From an optimization exercise on the open Yosys and OpenROAD flow, aimed at small area, a short achievable clock period and few clock cycles per item; shortcuts taken in it are not production practice. For this run, only the layout was checked, not whether the RTL still works.

==> config.mk <==
export PLATFORM = sky130hd
export DESIGN_NAME = symcode_dec
export DESIGN_NICKNAME = symcode_dec
export VERILOG_FILES = /design/flow/design.v
export SDC_FILE = /design/flow/constraint.sdc
export NUM_CORES = 8
export LEC_CHECK = 0
export CAP_MARGIN = 20
export CORE_MARGIN = 2
export CORE_UTILIZATION = 25
export PLACE_DENSITY = 0.35
export SLEW_MARGIN = 20
==> constraint.sdc <==
create_clock -name core_clock -period 20.0 [get_ports {clk}]
set_input_delay 4.0000 -clock core_clock [delete_from_list [all_inputs] [get_ports {clk}]]
set_output_delay 4.0000 -clock core_clock [all_outputs]
set_load 0.01 [all_outputs]
==> design.v <==
module symcode_dec (
    input  wire         clk,
    input  wire         rst,
    input  wire         in_valid,
    output wire         in_ready,
    input  wire [639:0] in_word,
    input  wire         in_erase,
    input  wire [3:0]   in_erase_dev,
    output wire         out_valid,
    output wire [511:0] out_data,
    output wire [1:0]   out_status,
    output wire [4:0]   out_nerr
);
    localparam [2:0] S_IDLE = 3'd0, S_SYN = 3'd1, S_ERA = 3'd2, S_BM = 3'd3,
                     S_OMG  = 3'd4, S_CHI = 3'd5, S_DONE = 3'd6;
    localparam [1:0] ST_CLEAN = 2'd0, ST_CORRECTED = 2'd1, ST_POISON = 2'd2,
                     ST_UNCORRECTABLE = 2'd3;
    function [7:0] gf_mul(input [7:0] a, input [7:0] b);
        integer i;
        reg [7:0] p, aa;
        begin
            p  = 8'd0;
            aa = a;
            for (i = 0; i < 8; i = i + 1) begin
                if (b[i]) p = p ^ aa;
                aa = {aa[6:0], 1'b0} ^ (aa[7] ? 8'h1d : 8'h00);
            end
            gf_mul = p;
        end
    endfunction
    function [7:0] gf_alpha(input integer n);
        integer i;
        reg [7:0] p;
        begin
            p = 8'd1;
            for (i = 0; i < (n % 255); i = i + 1)
                p = {p[6:0], 1'b0} ^ (p[7] ? 8'h1d : 8'h00);
            gf_alpha = p;
        end
    endfunction
    function [7:0] gf_inv(input [7:0] a);
        integer i;
        reg [7:0] sq, r;
        begin
            sq = a;
            r  = 8'd1;
            for (i = 1; i < 8; i = i + 1) begin
                sq = gf_mul(sq, sq);
                r  = gf_mul(r, sq);
            end
            gf_inv = r;
        end
    endfunction
    reg [2:0]  state;
    reg [6:0]  cnt;             
    reg [7:0]  cw   [0:79];     
    reg [7:0]  syn  [0:15];     
    reg [7:0]  lam  [0:16];     
    reg [7:0]  bb   [0:16];     
    reg [7:0]  omg  [0:15];     
    reg [7:0]  gam;             
    reg [4:0]  len;             
    reg        erase;
    reg [3:0]  erase_dev;
    reg [7:0]  apow;            
    reg [4:0]  nf;              
    reg [7:0]  nroots;          
    reg [4:0]  nerr;            
    reg        p64, p72;        
    assign in_ready  = (state == S_IDLE);
    assign out_valid = (state == S_DONE);
    genvar g;
    generate
        for (g = 0; g < 64; g = g + 1) begin : g_out
            assign out_data[8*g +: 8] = cw[g];
        end
    endgenerate
    wire too_many    = ({len, 1'b0} > (6'd16 + {1'b0, nf}));
    wire bad_roots   = (nroots != {3'd0, len});
    wire uncorrect   = too_many | bad_roots;
    wire poison      = (nerr == 5'd2) & p64 & p72;
    assign out_status = uncorrect     ? ST_UNCORRECTABLE :
                        poison        ? ST_POISON :
                        (nerr != 5'd0) ? ST_CORRECTED : ST_CLEAN;
    assign out_nerr   = nerr;
    wire [3:0] conv_k = cnt[3:0];
    reg  [7:0] conv;
    integer ci;
    always @(*) begin
        conv = 8'd0;
        for (ci = 0; ci < 16; ci = ci + 1)
            if (ci <= conv_k)
                conv = conv ^ gf_mul(lam[ci], syn[conv_k - ci]);
    end
    reg [7:0] lam_sum, odd_sum, omg_sum;
    integer si;
    always @(*) begin
        lam_sum = 8'd0;
        odd_sum = 8'd0;
        omg_sum = 8'd0;
        for (si = 0; si < 17; si = si + 1) begin
            lam_sum = lam_sum ^ lam[si];
            if (si % 2 == 1) odd_sum = odd_sum ^ lam[si];
        end
        for (si = 0; si < 16; si = si + 1)
            omg_sum = omg_sum ^ omg[si];
    end
    wire [7:0] err_val = gf_mul(omg_sum, gf_inv(odd_sum));
    wire [7:0] chien_step [0:16];
    generate
        for (g = 0; g < 17; g = g + 1) begin : g_step
            assign chien_step[g] = gf_alpha(255 - g);
        end
    endgenerate
    function [7:0] dev_first_pow(input [3:0] d);
        begin
            case (d)
                4'd0: dev_first_pow = gf_alpha(79);
                4'd1: dev_first_pow = gf_alpha(71);
                4'd2: dev_first_pow = gf_alpha(63);
                4'd3: dev_first_pow = gf_alpha(55);
                4'd4: dev_first_pow = gf_alpha(47);
                4'd5: dev_first_pow = gf_alpha(39);
                4'd6: dev_first_pow = gf_alpha(31);
                4'd7: dev_first_pow = gf_alpha(23);
                4'd8: dev_first_pow = gf_alpha(15);
                default: dev_first_pow = gf_alpha(7);
            endcase
        end
    endfunction
    localparam [7:0] ALPHA_INV = 8'h8e;  
    integer i;
    always @(posedge clk) begin
        if (rst) begin
            state <= S_IDLE;
            cnt   <= 7'd0;
        end else begin
            case (state)
                S_IDLE: begin
                    if (in_valid) begin
                        for (i = 0; i < 80; i = i + 1)
                            cw[i] <= in_word[8*i +: 8];
                        for (i = 0; i < 16; i = i + 1)
                            syn[i] <= 8'd0;
                        erase     <= in_erase;
                        erase_dev <= in_erase_dev;
                        cnt       <= 7'd0;
                        state     <= S_SYN;
                    end
                end
                S_SYN: begin
                    for (i = 0; i < 16; i = i + 1)
                        syn[i] <= gf_mul(syn[i], gf_alpha(i)) ^ cw[cnt];
                    if (cnt == 7'd79) begin
                        cnt   <= 7'd0;
                        state <= S_ERA;
                        lam[0] <= 8'd1;
                        for (i = 1; i < 17; i = i + 1)
                            lam[i] <= 8'd0;
                        apow <= dev_first_pow(erase_dev);
                        nf   <= erase ? 5'd8 : 5'd0;
                    end else begin
                        cnt <= cnt + 7'd1;
                    end
                end
                S_ERA: begin
                    if (erase) begin
                        lam[0] <= lam[0];
                        for (i = 1; i < 17; i = i + 1)
                            lam[i] <= lam[i] ^ gf_mul(apow, lam[i-1]);
                    end
                    apow <= gf_mul(apow, ALPHA_INV);
                    if (cnt == 7'd7) begin
                        state <= S_BM;
                        cnt   <= {2'd0, nf};
                        len   <= nf;
                        gam   <= 8'd1;
                    end else begin
                        cnt <= cnt + 7'd1;
                    end
                end
                S_BM: begin
                    if (cnt == {2'd0, nf}) begin
                        for (i = 0; i < 17; i = i + 1)
                            bb[i] <= lam[i];
                    end
                    lam[0] <= gf_mul(gam, lam[0]);
                    for (i = 1; i < 17; i = i + 1)
                        lam[i] <= gf_mul(gam, lam[i]) ^
                                  gf_mul(conv, (cnt == {2'd0, nf}) ? lam[i-1] : bb[i-1]);
                    if (conv != 8'd0 && {len, 1'b0} <= ({2'd0, cnt[4:0]} + {2'd0, nf})) begin
                        if (cnt != {2'd0, nf})
                            for (i = 0; i < 17; i = i + 1)
                                bb[i] <= lam[i];
                        len <= cnt[4:0] + 5'd1 + nf - len;
                        gam <= conv;
                    end else begin
                        bb[0] <= 8'd0;
                        for (i = 1; i < 17; i = i + 1)
                            bb[i] <= (cnt == {2'd0, nf}) ? lam[i-1] : bb[i-1];
                    end
                    if (cnt == 7'd15) begin
                        cnt   <= 7'd0;
                        state <= S_OMG;
                    end else begin
                        cnt <= cnt + 7'd1;
                    end
                end
                S_OMG: begin
                    omg[cnt[3:0]] <= conv;
                    if (cnt == 7'd15) begin
                        cnt    <= 7'd79;
                        nroots <= 8'd0;
                        nerr   <= 5'd0;
                        p64    <= 1'b0;
                        p72    <= 1'b0;
                        state  <= S_CHI;
                    end else begin
                        cnt <= cnt + 7'd1;
                    end
                end
                S_CHI: begin
                    if (lam_sum == 8'd0) begin
                        nroots <= nroots + 8'd1;
                        if (err_val != 8'd0) begin
                            nerr    <= nerr + 5'd1;
                            cw[cnt] <= cw[cnt] ^ err_val;
                            if (cnt == 7'd64 && err_val == 8'hff) p64 <= 1'b1;
                            if (cnt == 7'd72 && err_val == 8'hff) p72 <= 1'b1;
                        end
                    end
                    for (i = 0; i < 17; i = i + 1)
                        lam[i] <= gf_mul(lam[i], chien_step[i]);
                    for (i = 0; i < 16; i = i + 1)
                        omg[i] <= gf_mul(omg[i], chien_step[i]);
                    if (cnt == 7'd0) begin
                        state <= S_DONE;
                    end else begin
                        cnt <= cnt - 7'd1;
                    end
                end
                S_DONE: begin
                    state <= S_IDLE;
                end
                default: state <= S_IDLE;
            endcase
        end
    end
endmodule
==> run.sh <==
#!/bin/bash
# synth_recipe.tcl (not shown) runs the flow's synth.tcl, then flattens the netlist and writes it again
# the make line also repeats each setting of config.mk as NAME=value (left out here)
make -C /OpenROAD-flow-scripts/flow DESIGN_CONFIG=/design/flow/config.mk WORK_HOME=/design/flow/orfs CLKGATE_MAP_FILE= SYNTH_SCRIPT=/design/flow/synth_recipe.tcl finish
==> results by group <==
Run status
  – Status: finished clean

Clocking
  – H-tree Lvls: 4
  – CTS max path bufs: 4
  – Clk Latency, worst-skew pair: 1.10 ns
  – CTS tree: built
  – Clock transition at path regs: around 0.06 ns
  – Num CTS Buffers: 218
  – Clock sink count: 1611
  – Clk root buf: clkbuf_16

STA
  – Endpoints failing hold: 0
  – Period utilization: between 90 and 100%
  – Final setup violation count: 0
  – Final min period: around 19 ns
  – Fmax: 0.0528 GHz
  – Min setup slack post-route: between 1 and 1.5 ns
  – Max Slew Vio Count: 0
  – Slew headroom: 10.3%
  – Setup_tns: 0 ns
  – Worst Skew: 0.136 ns
  – Unrepaired setup endpoints after global routing: no
  – Slew @ Worst Pin: roughly 1.3 ns

Floorplanning
  – Initial Utilization: 25.1%
  – Die X: 853 um
  – Die Ht: 853 um
  – Io pins: 1169
  – Cell Rows: 311
  – Die footprint: 728000 um^2
  – Core Box Area: 718000 um^2

Routing
  – Vias per cell: 5.55
  – Antenna Violating Nets Remaining: 0
  – WL met2: about 490000 um
  – Vias: 173000
  – 1st-iter DRT viols: 25500
  – Met1 Routed Length: 529000 um
  – Top sig layer: met5
  – Routed wire per std cell: ~38 um
  – DR pass1 iterations: 10
  – WL final: roughly 1200000 um
  – Met3 routed WL: 125000 um
  – DRC errors left: 0

Critical path
  – Crit-path max cell delay: 0.61 ns
  – Critical Path Most Common Cell: xnor3_1
  – WS Path Type: flop to flop
  – Required @ worst endpoint: 20.64 ns
  – Worst path top cell family by delay: XOR/XNOR gates
  – WP buf/inv: 8
  – Setup crit end kind: flop
  – CP max stage cell: nor4_4
  – R2r setup slk: 1.05 ns
  – Worst setup SP type: flop
  – Worst Path Arrival: slightly below 20 ns
  – Peak fanout along the critical path: 22

Logic synthesis
  – Mux share of post-synthesis cell area: between 10% and 20%
  – Top-count cell post-synth: xnor2_1
  – Mapped Nets: ~22000
  – Top_reg_cell synth: edfxtp_1
  – Post-Synth Adder-Cell Area: less than 1%
  – Flops & latches, synth: around 1600
  – Synth top area cells: edfxtp_1 (26%), xnor2_1 (23%), nand2_1 (6.3%), nor2_1 (4.7%), mux2_4 (4.6%)
  – Leading area contributor after synthesis: edfxtp_1
  – Top-area cell type share of the netlist area: 26.4%
  – Number of flops mapped to enable cells by yosys: 1586
  – Avg Inst Size Synth: 8.66 um^2
  – Combinational family with the most area after synthesis: XOR/XNOR gates
  – Post-synth cell types: 112
  – Synth top cells by count: xnor2_1 (4637), nand2_1 (3048), nor2_1 (2261)
  – Area of the mapped netlist: around 180000 um^2
  – Synth Area in Simple Gates: ~15%
  – Post-synthesis sequential area ratio: 26.7%
  – Post-Synth XOR/XNOR Area: 29.1%
  – Post-Synthesis Cells: 20800
  – Post-synth ARST share: 0%
  – Compound-Gate Fraction of Synth Area: 12.0%
  – Yosys warns: 4

Final layout
  – Synthesis-to-layout area growth: 19.4%
  – Fraction of layout cells with a size suffix above 1: 14.1%
  – Layout Nets: 22100
  – Fillcell total: roughly 76000

Hold path
  – Hold Crit Class: flop to flop

Global route
  – Wire length of the first global-routing pass: 1570000 um
  – Vias in the first global route: 158000
  – Global route overflow: 0
  – Initial antenna violation count: 307
  – Total GRT Usage: 31.3%
  – Largest net degree at the start of global routing: roughly 120

Placement
  – Placer Congestion: 0.970
  – Place WS: around 0.22 ns
  – Port bufs: between 1000 and 1500
  – Hpwl dp: 862000 um

Flow run
  – Max Cap Violations: 0
==> placed cells by master (no fill, tap or decap), types with 337 or more instances in the layout <==
master	count
o21ai_0	898
mux2_4	552
edfxtp_1	1586
nor2_1	2243
buf_4	1145
a22oi_1	554
mux4_2	337
clkdlybuf4s50_1	1161
nand2_1	3033
xor2_1	822
xnor2_1	4548
a21oi_1	803
==> state kept, by name, indices dropped and copies added (netlist names), 3 cells and up, named ones only <==
name	cells
syn	128
apow	8
cnt	7
state	3
bb	128
gam	8
nroots	8
len	5
cw	1024
lam	136
omg	128
nerr	5
erase_dev	4
==> what timing repair did <==
action,4_1_cts,5_1_grt
setup buffers,0,0
resized for setup,0,24
hold buffers,0,0
setup endpoints to repair,0,1296
==> metal layers <==
layer	up-vias	track usage, %
met5	-	0.0393
met4	98	10.8
met3	2057	8.50
met2	10600	45.1
met1	88000	44.7
li1	72400	-
==> through the flow <==
stage	cell area, um^2	hold WS (ns)	std cells	utilization [%]
6_report	215000	0.498	31200	30.0
5_1_grt	215000	0.533	31100	30.0
4_1_cts	215000	0.501	31100	29.9
2_1_floorplan	180000	0.427	20800	-
3_5_place_dp	207000	0.491	30700	28.9
3_3_place_gp	207000	0.486	30700	28.9
==> cell type report <==
| type | count | area, um^2 | area share [%] |
|---|---|---|---|
| Clock buffer | 258 | 5700 | 2.65 |
| Multi-Input combinational cell | 17000 | 126000 | 58.4 |
| Timing Repair Buffer | 2345 | 20900 | 9.72 |
| Antenna cell | 86 | 215 | 0.100 |
| Clock inverter | 145 | 1780 | 0.826 |
| Tap cell | 9546 | 11900 | 5.55 |
| Inverter | 208 | 788 | 0.366 |
| Sequential cell | 1611 | 48100 | 22.4 |
==> worst reg2reg max path, delay by kind of cell, from the launching register on <==
family                   cells  cell delay (ns)
adder cells (fa/ha/maj)      1             0.32
XOR/XNOR                    32            11.07
flip-flops                   1             0.44
multiplexers                 1             0.20
AND/OR/NAND/NOR             14             3.13
AO/OA/AOI/OAI                6             1.55
buffers and inverters        8             1.86
==> cells by family after synthesis <==
group | after synthesis
mux | 1361
xor+xnor | 5696
fa+ha+maj | 50
buf+inv | 2204
simple gates | 6517
compound gates | 3383
flops | 1611
==> final timing paths <==
kind         startpoint   endpoint  cells after the start
max           lam[1][4]  cw[89][3]                     62
max reg2reg   lam[1][4]  cw[89][3]                     62
min                flop    apow[7]                      2
min reg2reg        flop    apow[7]                      2

## separate check: timing with driven ports
Ports are ideal in the flow. The routed layout listed here was re-timed in OpenROAD.
Step 1 (the two cells are an assumption about what drives the block):
set clk [get_ports {clk}]
set_driving_cell -lib_cell sky130_fd_sc_hd__clkbuf_16 $clk
set_driving_cell -lib_cell sky130_fd_sc_hd__buf_2 [delete_from_list [all_inputs] $clk]
Step 2 also shifts input and output timing later by t, the mid clock arrival at the registers, as if the neighbouring blocks saw the same clock.
a / b / c = ideal ports / drivers / drivers and shift; a / b = the first two.
t, ns: 1.139
setup slack, ns: 1.054 / 1.054 / 1.054
worst setup path at the end: register to register
slew at the worst register clock pin (ns): 0.08 / 0.08
pins driven straight from the clock port: 1
After both steps this run still meets setup and hold. The setup slack of this run moves by 0.000 ns with the drivers and by 0.000 ns with both steps.
